This design comes from an exercise in tuning for small area, a short achievable clock period and few clock cycles per item on the open sky130 flow, not from production work. Where RTL was checked, it was by simulation tests only, not by an equivalence proof against the original.

==> delta <==
==> flow/design.v <==
module kdf_sha256 (
    input  wire         clk,
    input  wire         rst,
    input  wire         in_valid,
    output wire         in_ready,
    input  wire         in_first,
    input  wire [511:0] in_block,
    output wire         out_valid,
    input  wire         out_ready,
    output wire [255:0] out_digest
);
    localparam [255:0] IV = {32'h6a09e667, 32'hbb67ae85, 32'h3c6ef372, 32'ha54ff53a,
                             32'h510e527f, 32'h9b05688c, 32'h1f83d9ab, 32'h5be0cd19};
    reg [6:0]  q;
    reg        pend;         
    reg        ovld;         
    reg        add_r, go_r, first_r, cur_first;
    reg [3:0]  rph;          
    reg        hen;          
    reg        sel_h;        
    reg        sel_iv;       
    reg        ld_iv;        
    reg [31:0] a, b, c, d, e, f, g, h;
    reg [31:0] H0, H1, H2, H3, H4, H5, H6, H7;
    reg [31:0] w [0:15];     
    reg [31:0] hkw;          
    wire rnd   = ~q[6];
    reg [31:0] k_t;
    always @(*) begin
        case (q[5:0])
            6'd0: k_t = 32'h71374491;
            6'd1: k_t = 32'hb5c0fbcf;
            6'd2: k_t = 32'he9b5dba5;
            6'd3: k_t = 32'h3956c25b;
            6'd4: k_t = 32'h59f111f1;
            6'd5: k_t = 32'h923f82a4;
            6'd6: k_t = 32'hab1c5ed5;
            6'd7: k_t = 32'hd807aa98;
            6'd8: k_t = 32'h12835b01;
            6'd9: k_t = 32'h243185be;
            6'd10: k_t = 32'h550c7dc3;
            6'd11: k_t = 32'h72be5d74;
            6'd12: k_t = 32'h80deb1fe;
            6'd13: k_t = 32'h9bdc06a7;
            6'd14: k_t = 32'hc19bf174;
            6'd15: k_t = 32'he49b69c1;
            6'd16: k_t = 32'hefbe4786;
            6'd17: k_t = 32'h0fc19dc6;
            6'd18: k_t = 32'h240ca1cc;
            6'd19: k_t = 32'h2de92c6f;
            6'd20: k_t = 32'h4a7484aa;
            6'd21: k_t = 32'h5cb0a9dc;
            6'd22: k_t = 32'h76f988da;
            6'd23: k_t = 32'h983e5152;
            6'd24: k_t = 32'ha831c66d;
            6'd25: k_t = 32'hb00327c8;
            6'd26: k_t = 32'hbf597fc7;
            6'd27: k_t = 32'hc6e00bf3;
            6'd28: k_t = 32'hd5a79147;
            6'd29: k_t = 32'h06ca6351;
            6'd30: k_t = 32'h14292967;
            6'd31: k_t = 32'h27b70a85;
            6'd32: k_t = 32'h2e1b2138;
            6'd33: k_t = 32'h4d2c6dfc;
            6'd34: k_t = 32'h53380d13;
            6'd35: k_t = 32'h650a7354;
            6'd36: k_t = 32'h766a0abb;
            6'd37: k_t = 32'h81c2c92e;
            6'd38: k_t = 32'h92722c85;
            6'd39: k_t = 32'ha2bfe8a1;
            6'd40: k_t = 32'ha81a664b;
            6'd41: k_t = 32'hc24b8b70;
            6'd42: k_t = 32'hc76c51a3;
            6'd43: k_t = 32'hd192e819;
            6'd44: k_t = 32'hd6990624;
            6'd45: k_t = 32'hf40e3585;
            6'd46: k_t = 32'h106aa070;
            6'd47: k_t = 32'h19a4c116;
            6'd48: k_t = 32'h1e376c08;
            6'd49: k_t = 32'h2748774c;
            6'd50: k_t = 32'h34b0bcb5;
            6'd51: k_t = 32'h391c0cb3;
            6'd52: k_t = 32'h4ed8aa4a;
            6'd53: k_t = 32'h5b9cca4f;
            6'd54: k_t = 32'h682e6ff3;
            6'd55: k_t = 32'h748f82ee;
            6'd56: k_t = 32'h78a5636f;
            6'd57: k_t = 32'h84c87814;
            6'd58: k_t = 32'h8cc70208;
            6'd59: k_t = 32'h90befffa;
            6'd60: k_t = 32'ha4506ceb;
            6'd61: k_t = 32'hbef9a3f7;
            6'd62: k_t = 32'hc67178f2;
            default: k_t = 32'h428a2f98;
        endcase
    end
    wire [31:0] s1  = {e[5:0], e[31:6]} ^ {e[10:0], e[31:11]} ^ {e[24:0], e[31:25]};
    wire [31:0] ch  = (e & f) ^ (~e & g);
    wire [31:0] s0  = {a[1:0], a[31:2]} ^ {a[12:0], a[31:13]} ^ {a[21:0], a[31:22]};
    wire [31:0] maj = (a & b) ^ (a & c) ^ (b & c);
    wire [31:0] x_s = s1 ^ ch ^ hkw;
    wire [31:0] x_c = {((s1[30:0] & ch[30:0]) | (s1[30:0] & hkw[30:0]) | (ch[30:0] & hkw[30:0])), 1'b0};
    wire [31:0] e_s = x_s ^ x_c ^ d;
    wire [31:0] e_c = {((x_s[30:0] & x_c[30:0]) | (x_s[30:0] & d[30:0]) | (x_c[30:0] & d[30:0])), 1'b0};
    wire [31:0] e_rnd = e_s + e_c;
    wire [31:0] y_s = x_s ^ x_c ^ s0;
    wire [31:0] y_c = {((x_s[30:0] & x_c[30:0]) | (x_s[30:0] & s0[30:0]) | (x_c[30:0] & s0[30:0])), 1'b0};
    wire [31:0] z_s = y_s ^ y_c ^ maj;
    wire [31:0] z_c = {((y_s[30:0] & y_c[30:0]) | (y_s[30:0] & maj[30:0]) | (y_c[30:0] & maj[30:0])), 1'b0};
    wire [31:0] a_rnd = z_s + z_c;
    wire [31:0] w15 = w[15];
    wire [31:0] k_s = g ^ k_t ^ w15;
    wire [31:0] k_c = {((g[30:0] & k_t[30:0]) | (g[30:0] & w15[30:0]) | (k_t[30:0] & w15[30:0])), 1'b0};
    wire [31:0] iv_a = ({32{rph[0]}} & IV[159:128]) | ({32{rph[1]}} & IV[191:160]) |
                       ({32{rph[2]}} & IV[223:192]) | ({32{rph[3]}} & IV[255:224]);
    wire [31:0] iv_e = ({32{rph[0]}} & IV[31:0])    | ({32{rph[1]}} & IV[63:32]) |
                       ({32{rph[2]}} & IV[95:64])   | ({32{rph[3]}} & IV[127:96]);
    wire [31:0] ha   = ({32{sel_h}} & H3) | ({32{sel_iv}} & iv_a);
    wire [31:0] he   = ({32{sel_h}} & H7) | ({32{sel_iv}} & iv_e);
    wire [31:0] sum_a = d + ha;
    wire [31:0] sum_e = h + he;
    wire [31:0] a_ring = ld_iv ? iv_a : sum_a;
    wire [31:0] e_ring = ld_iv ? iv_e : sum_e;
    wire [31:0] w1  = w[1];
    wire [31:0] w14 = w[14];
    wire [31:0] ls0 = {w1[6:0], w1[31:7]} ^ {w1[17:0], w1[31:18]} ^ (w1 >> 3);
    wire [31:0] ls1 = {w14[16:0], w14[31:17]} ^ {w14[18:0], w14[31:19]} ^ (w14 >> 10);
    wire [31:0] w_new = ls1 + w[9] + ls0 + w[0];
    reg  [31:0] w_in;      
    always @(*) begin
        case (q[3:0])
            4'd14:   w_in = in_block[511:480];
            4'd15:   w_in = in_block[479:448];
            default: w_in = in_block[447 - 32*q[3:0] -: 32];
        endcase
    end
    wire        feed  = q[6] | (q < 7'd14);
    assign in_ready   = (q == 7'd13);
    assign out_valid  = ovld;
    assign out_digest = {H0, H1, H2, H3, H4, H5, H6, H7};
    integer i;
    always @(posedge clk) begin
        a <= rnd ? a_rnd : a_ring;
        b <= a; c <= b; d <= c;
        e <= rnd ? e_rnd : e_ring;
        f <= e; g <= f; h <= g;
        for (i = 0; i < 15; i = i + 1)
            w[i] <= w[i+1];
        w[15] <= feed ? w_in : w_new;
        hkw <= k_s + k_c;
        if (hen) begin
            H0 <= sum_a; H1 <= H0; H2 <= H1; H3 <= H2;
            H4 <= sum_e; H5 <= H4; H6 <= H5; H7 <= H6;
        end
    end
    wire enter_ring = (q == 7'd63) | ((q == 7'd127) & ~go_r);
    wire end_add    = (q == 7'd127) & add_r;
    wire pend_nx    = (q == 7'd63) | (pend & ~end_add);
    wire ovld_nx    = end_add | (ovld & ~out_ready);
    wire add_nx     = pend_nx & ~ovld_nx;
    wire go_nx      = in_valid & ~(pend_nx & ovld_nx);
    always @(posedge clk) begin
        if (rst) begin
            q      <= 7'd124;
            pend   <= 1'b0;
            ovld   <= 1'b0;
            add_r  <= 1'b0;
            go_r   <= 1'b0;
            rph    <= 4'b0001;
            hen    <= 1'b0;
            ld_iv  <= 1'b0;
        end else begin
            pend <= pend_nx;
            ovld <= ovld_nx;
            if (q == 7'd63 || enter_ring)
                q <= 7'd124;
            else
                q <= q + 7'd1;
            if (enter_ring) begin
                add_r   <= add_nx;
                go_r    <= go_nx;
                first_r <= in_first;
                rph     <= 4'b0001;
                hen     <= add_nx;
                sel_h   <= add_nx & ~cur_first;
                sel_iv  <= add_nx & cur_first;
                ld_iv   <= go_nx & in_first;
            end else begin
                rph <= {rph[2:0], 1'b0};
                if (q == 7'd127)
                    hen <= 1'b0;
            end
            if (q == 7'd127 && go_r)
                cur_first <= first_r;
        end
    end
endmodule
==> flow/run.sh <==
#!/bin/bash
# synth_recipe.tcl (not shown) runs the flow's synth.tcl, then flattens the netlist and writes it again
# the make line also repeats each setting of config.mk as NAME=value (left out here)
make -C /OpenROAD-flow-scripts/flow DESIGN_CONFIG=/design/flow/config.mk WORK_HOME=/design/flow/orfs CLKGATE_MAP_FILE= SYNTH_SCRIPT=/design/flow/synth_recipe.tcl finish
==> flow/config.mk <==
export PLATFORM = sky130hd
export DESIGN_NAME = kdf_sha256
export DESIGN_NICKNAME = kdf_sha256
export VERILOG_FILES = /design/flow/design.v
export SDC_FILE = /design/flow/constraint.sdc
export NUM_CORES = 4
export LEC_CHECK = 0
export CAP_MARGIN = 20
export CORE_MARGIN = 2
export CORE_UTILIZATION = 40
export SETUP_SLACK_MARGIN = 0.2
export SLEW_MARGIN = 20
==> flow/constraint.sdc <==
create_clock -name core_clock -period 10.0 [get_ports {clk}]
set_input_delay 2.0000 -clock core_clock [delete_from_list [all_inputs] [get_ports {clk}]]
set_output_delay 2.0000 -clock core_clock [all_outputs]
set_load 0.01 [all_outputs]
==> cedar (differences from delta) <==
==> flow/design.v, changed modules only <==
module kdf_sha256 (
    input  wire         clk,
    input  wire         rst,
    input  wire         in_valid,
    output wire         in_ready,
    input  wire         in_first,
    input  wire [511:0] in_block,
    output wire         out_valid,
    input  wire         out_ready,
    output wire [255:0] out_digest
);
    localparam [255:0] IV = {32'h6a09e667, 32'hbb67ae85, 32'h3c6ef372, 32'ha54ff53a,
                             32'h510e527f, 32'h9b05688c, 32'h1f83d9ab, 32'h5be0cd19};
    reg [6:0]  q;
    reg        pend;         
    reg        ovld;         
    reg        add_r, go_r, first_r, cur_first;
    reg [3:0]  rph;          
    reg        hen;          
    reg        sel_h;        
    reg        sel_iv;       
    reg        ld_iv;        
    reg [31:0] a, b, c, d, e, f, g, h;
    reg [31:0] H0, H1, H2, H3, H4, H5, H6, H7;
    reg [31:0] w [0:15];     
    reg [31:0] hkw;          
    reg [3:0]  wsel;         
    reg        feed;         
    wire rnd   = ~q[6];
    localparam [2047:0] KTAB = {
        32'h428a2f98, 32'hc67178f2, 32'hbef9a3f7, 32'ha4506ceb,
        32'h90befffa, 32'h8cc70208, 32'h84c87814, 32'h78a5636f,
        32'h748f82ee, 32'h682e6ff3, 32'h5b9cca4f, 32'h4ed8aa4a,
        32'h391c0cb3, 32'h34b0bcb5, 32'h2748774c, 32'h1e376c08,
        32'h19a4c116, 32'h106aa070, 32'hf40e3585, 32'hd6990624,
        32'hd192e819, 32'hc76c51a3, 32'hc24b8b70, 32'ha81a664b,
        32'ha2bfe8a1, 32'h92722c85, 32'h81c2c92e, 32'h766a0abb,
        32'h650a7354, 32'h53380d13, 32'h4d2c6dfc, 32'h2e1b2138,
        32'h27b70a85, 32'h14292967, 32'h06ca6351, 32'hd5a79147,
        32'hc6e00bf3, 32'hbf597fc7, 32'hb00327c8, 32'ha831c66d,
        32'h983e5152, 32'h76f988da, 32'h5cb0a9dc, 32'h4a7484aa,
        32'h2de92c6f, 32'h240ca1cc, 32'h0fc19dc6, 32'hefbe4786,
        32'he49b69c1, 32'hc19bf174, 32'h9bdc06a7, 32'h80deb1fe,
        32'h72be5d74, 32'h550c7dc3, 32'h243185be, 32'h12835b01,
        32'hd807aa98, 32'hab1c5ed5, 32'h923f82a4, 32'h59f111f1,
        32'h3956c25b, 32'he9b5dba5, 32'hb5c0fbcf, 32'h71374491};
    reg  [31:0] k_t;         
    wire [31:0] s1  = {e[5:0], e[31:6]} ^ {e[10:0], e[31:11]} ^ {e[24:0], e[31:25]};
    wire [31:0] ch  = (e & f) ^ (~e & g);
    wire [31:0] s0  = {a[1:0], a[31:2]} ^ {a[12:0], a[31:13]} ^ {a[21:0], a[31:22]};
    wire [31:0] maj = (a & b) ^ (a & c) ^ (b & c);
    wire [31:0] x_s = s1 ^ ch ^ hkw;
    wire [31:0] x_c = {((s1[30:0] & ch[30:0]) | (s1[30:0] & hkw[30:0]) | (ch[30:0] & hkw[30:0])), 1'b0};
    wire [31:0] e_s = x_s ^ x_c ^ d;
    wire [31:0] e_c = {((x_s[30:0] & x_c[30:0]) | (x_s[30:0] & d[30:0]) | (x_c[30:0] & d[30:0])), 1'b0};
    wire [31:0] e_rnd = e_s + e_c;
    wire [31:0] y_s = x_s ^ x_c ^ s0;
    wire [31:0] y_c = {((x_s[30:0] & x_c[30:0]) | (x_s[30:0] & s0[30:0]) | (x_c[30:0] & s0[30:0])), 1'b0};
    wire [31:0] z_s = y_s ^ y_c ^ maj;
    wire [31:0] z_c = {((y_s[30:0] & y_c[30:0]) | (y_s[30:0] & maj[30:0]) | (y_c[30:0] & maj[30:0])), 1'b0};
    wire [31:0] a_rnd = z_s + z_c;
    wire [31:0] w15 = w[15];
    wire [31:0] k_s = g ^ k_t ^ w15;
    wire [31:0] k_c = {((g[30:0] & k_t[30:0]) | (g[30:0] & w15[30:0]) | (k_t[30:0] & w15[30:0])), 1'b0};
    wire [31:0] iv_a = ({32{rph[0]}} & IV[159:128]) | ({32{rph[1]}} & IV[191:160]) |
                       ({32{rph[2]}} & IV[223:192]) | ({32{rph[3]}} & IV[255:224]);
    wire [31:0] iv_e = ({32{rph[0]}} & IV[31:0])    | ({32{rph[1]}} & IV[63:32]) |
                       ({32{rph[2]}} & IV[95:64])   | ({32{rph[3]}} & IV[127:96]);
    wire [31:0] ha   = ({32{sel_h}} & H3) | ({32{sel_iv}} & iv_a);
    wire [31:0] he   = ({32{sel_h}} & H7) | ({32{sel_iv}} & iv_e);
    wire [31:0] sum_a = d + ha;
    wire [31:0] sum_e = h + he;
    wire [31:0] a_ring = ld_iv ? iv_a : sum_a;
    wire [31:0] e_ring = ld_iv ? iv_e : sum_e;
    wire [31:0] w1  = w[1];
    wire [31:0] w14 = w[14];
    wire [31:0] ls0 = {w1[6:0], w1[31:7]} ^ {w1[17:0], w1[31:18]} ^ (w1 >> 3);
    wire [31:0] ls1 = {w14[16:0], w14[31:17]} ^ {w14[18:0], w14[31:19]} ^ (w14 >> 10);
    wire [31:0] w_new = ls1 + w[9] + ls0 + w[0];
    wire [31:0] w_in  = in_block[511 - 32*wsel -: 32];
    assign in_ready   = (q == 7'd13);
    assign out_valid  = ovld;
    assign out_digest = {H0, H1, H2, H3, H4, H5, H6, H7};
    integer i;
    always @(posedge clk) begin
        a <= rnd ? a_rnd : a_ring;
        b <= a; c <= b; d <= c;
        e <= rnd ? e_rnd : e_ring;
        f <= e; g <= f; h <= g;
        for (i = 0; i < 15; i = i + 1)
            w[i] <= w[i+1];
        w[15] <= feed ? w_in : w_new;
        hkw <= k_s + k_c;
        if (hen) begin
            H0 <= sum_a; H1 <= H0; H2 <= H1; H3 <= H2;
            H4 <= sum_e; H5 <= H4; H6 <= H5; H7 <= H6;
        end
    end
    wire enter_ring = (q == 7'd63) | ((q == 7'd127) & ~go_r);
    wire end_add    = (q == 7'd127) & add_r;
    wire pend_nx    = (q == 7'd63) | (pend & ~end_add);
    wire ovld_nx    = end_add | (ovld & ~out_ready);
    wire add_nx     = pend_nx & ~ovld_nx;
    wire go_nx      = in_valid & ~(pend_nx & ovld_nx);
    wire [6:0] q_nx = ((q == 7'd63) | enter_ring) ? 7'd124 : q + 7'd1;
    always @(posedge clk) begin
        wsel <= rst ? 4'd14 : q_nx[3:0] + 4'd2;
        feed <= rst | q_nx[6] | (q_nx < 7'd14);
        k_t  <= KTAB[32*q_nx[5:0] +: 32];
    end
    always @(posedge clk) begin
        if (rst) begin
            q      <= 7'd124;
            pend   <= 1'b0;
            ovld   <= 1'b0;
            add_r  <= 1'b0;
            go_r   <= 1'b0;
            rph    <= 4'b0001;
            hen    <= 1'b0;
            ld_iv  <= 1'b0;
        end else begin
            pend <= pend_nx;
            ovld <= ovld_nx;
            q <= q_nx;
            if (enter_ring) begin
                add_r   <= add_nx;
                go_r    <= go_nx;
                first_r <= in_first;
                rph     <= 4'b0001;
                hen     <= add_nx;
                sel_h   <= add_nx & ~cur_first;
                sel_iv  <= add_nx & cur_first;
                ld_iv   <= go_nx & in_first;
            end else begin
                rph <= {rph[2:0], 1'b0};
                if (q == 7'd127)
                    hen <= 1'b0;
            end
            if (q == 7'd127 && go_r)
                cur_first <= first_r;
        end
    end
endmodule
--- a/flow/config.mk
+++ b/flow/config.mk
@@ -9,4 +9,4 @@
 export CORE_MARGIN = 2
-export CORE_UTILIZATION = 40
-export SETUP_SLACK_MARGIN = 0.2
-export SLEW_MARGIN = 20
+export CORE_UTILIZATION = 55
+export SETUP_SLACK_MARGIN = 5
+export SLEW_MARGIN = 30
==> qor summary <==
quantity                                                                delta      cedar
Outcome                                              timing/DRC/antenna clean  timing/DRC/antenna clean
Fraction of area in multi-input gates                                   0.388      0.390
Multi-In Gates                                                           3009       2960
Required time of the critical path                                   10.58 ns   10.59 ns
Total global-route track usage                                          0.308      0.422
TritonCTS Sinks                                                          1109       1113
CP Launch Point                                                     w[14][20]      e[12]
Number of buffers inserted to repair setup after CTS                        0          5
Multiplexer share of the synthesized area                              0.0691     0.0630
Relative max-transition margin                                          0.234      0.236
Met3 Routed Length                                                   19900 µm   28400 µm
Effective utilization at floorplan                                      0.404      0.555
Portion of synthesized cell area occupied by the leading cell type      0.330      0.336
Area of placed instances                                            61200 µm²  59900 µm²
Met2 Resource Use GR                                                    0.436      0.608
Transition time of the tightest slew-check pin                        1.14 ns    1.11 ns
Seq cells                                                                1109       1113
R2R Setup Slk                                                         4.03 ns    4.99 ns
Maximum achievable frequency                                          168 MHz    200 MHz
Data-path buffer share of cell area in the final layout                 0.125      0.129
Number of nets produced by synthesis                                     5466       5380
Cells after synthesis                                                    4547       4470
Testbench counts of delta, summed over its fixed seeds: cycles 52,296, items 768.
No functional check of the RTL was part of cedar.

[port drivers added, routing unchanged]
How much do the figures lean on ideal ports? The routed layouts below were timed once more, with nothing changed but the port constraints.
Step 1 (the two cells are an assumption about what drives the block):
set clk [get_ports {clk}]
set_driving_cell -lib_cell sky130_fd_sc_hd__clkbuf_16 $clk
set_driving_cell -lib_cell sky130_fd_sc_hd__buf_2 [delete_from_list [all_inputs] $clk]
Step 2 moves the port delays by t, midway between the first and last clock arrival at a register: inputs arrive t later, outputs are due t later. That takes back most of the time a late clock gives input paths.
Slacks: ideal / step 1 / step 2; pairs: ideal / step 1.
run	t, ns	setup slack, ns	clock arrival spread, ns	pins driven straight from the clock port
delta	0.793	4.034 / 4.034 / 3.301	0.045 / 0.044	1
cedar	0.787	4.992 / 4.992 / 4.992	0.095 / 0.096	1
After both steps setup and hold are still met in every run listed. The setup slack of delta, which loses most, moves by 0.000 ns with the drivers and by -0.733 ns with both steps.
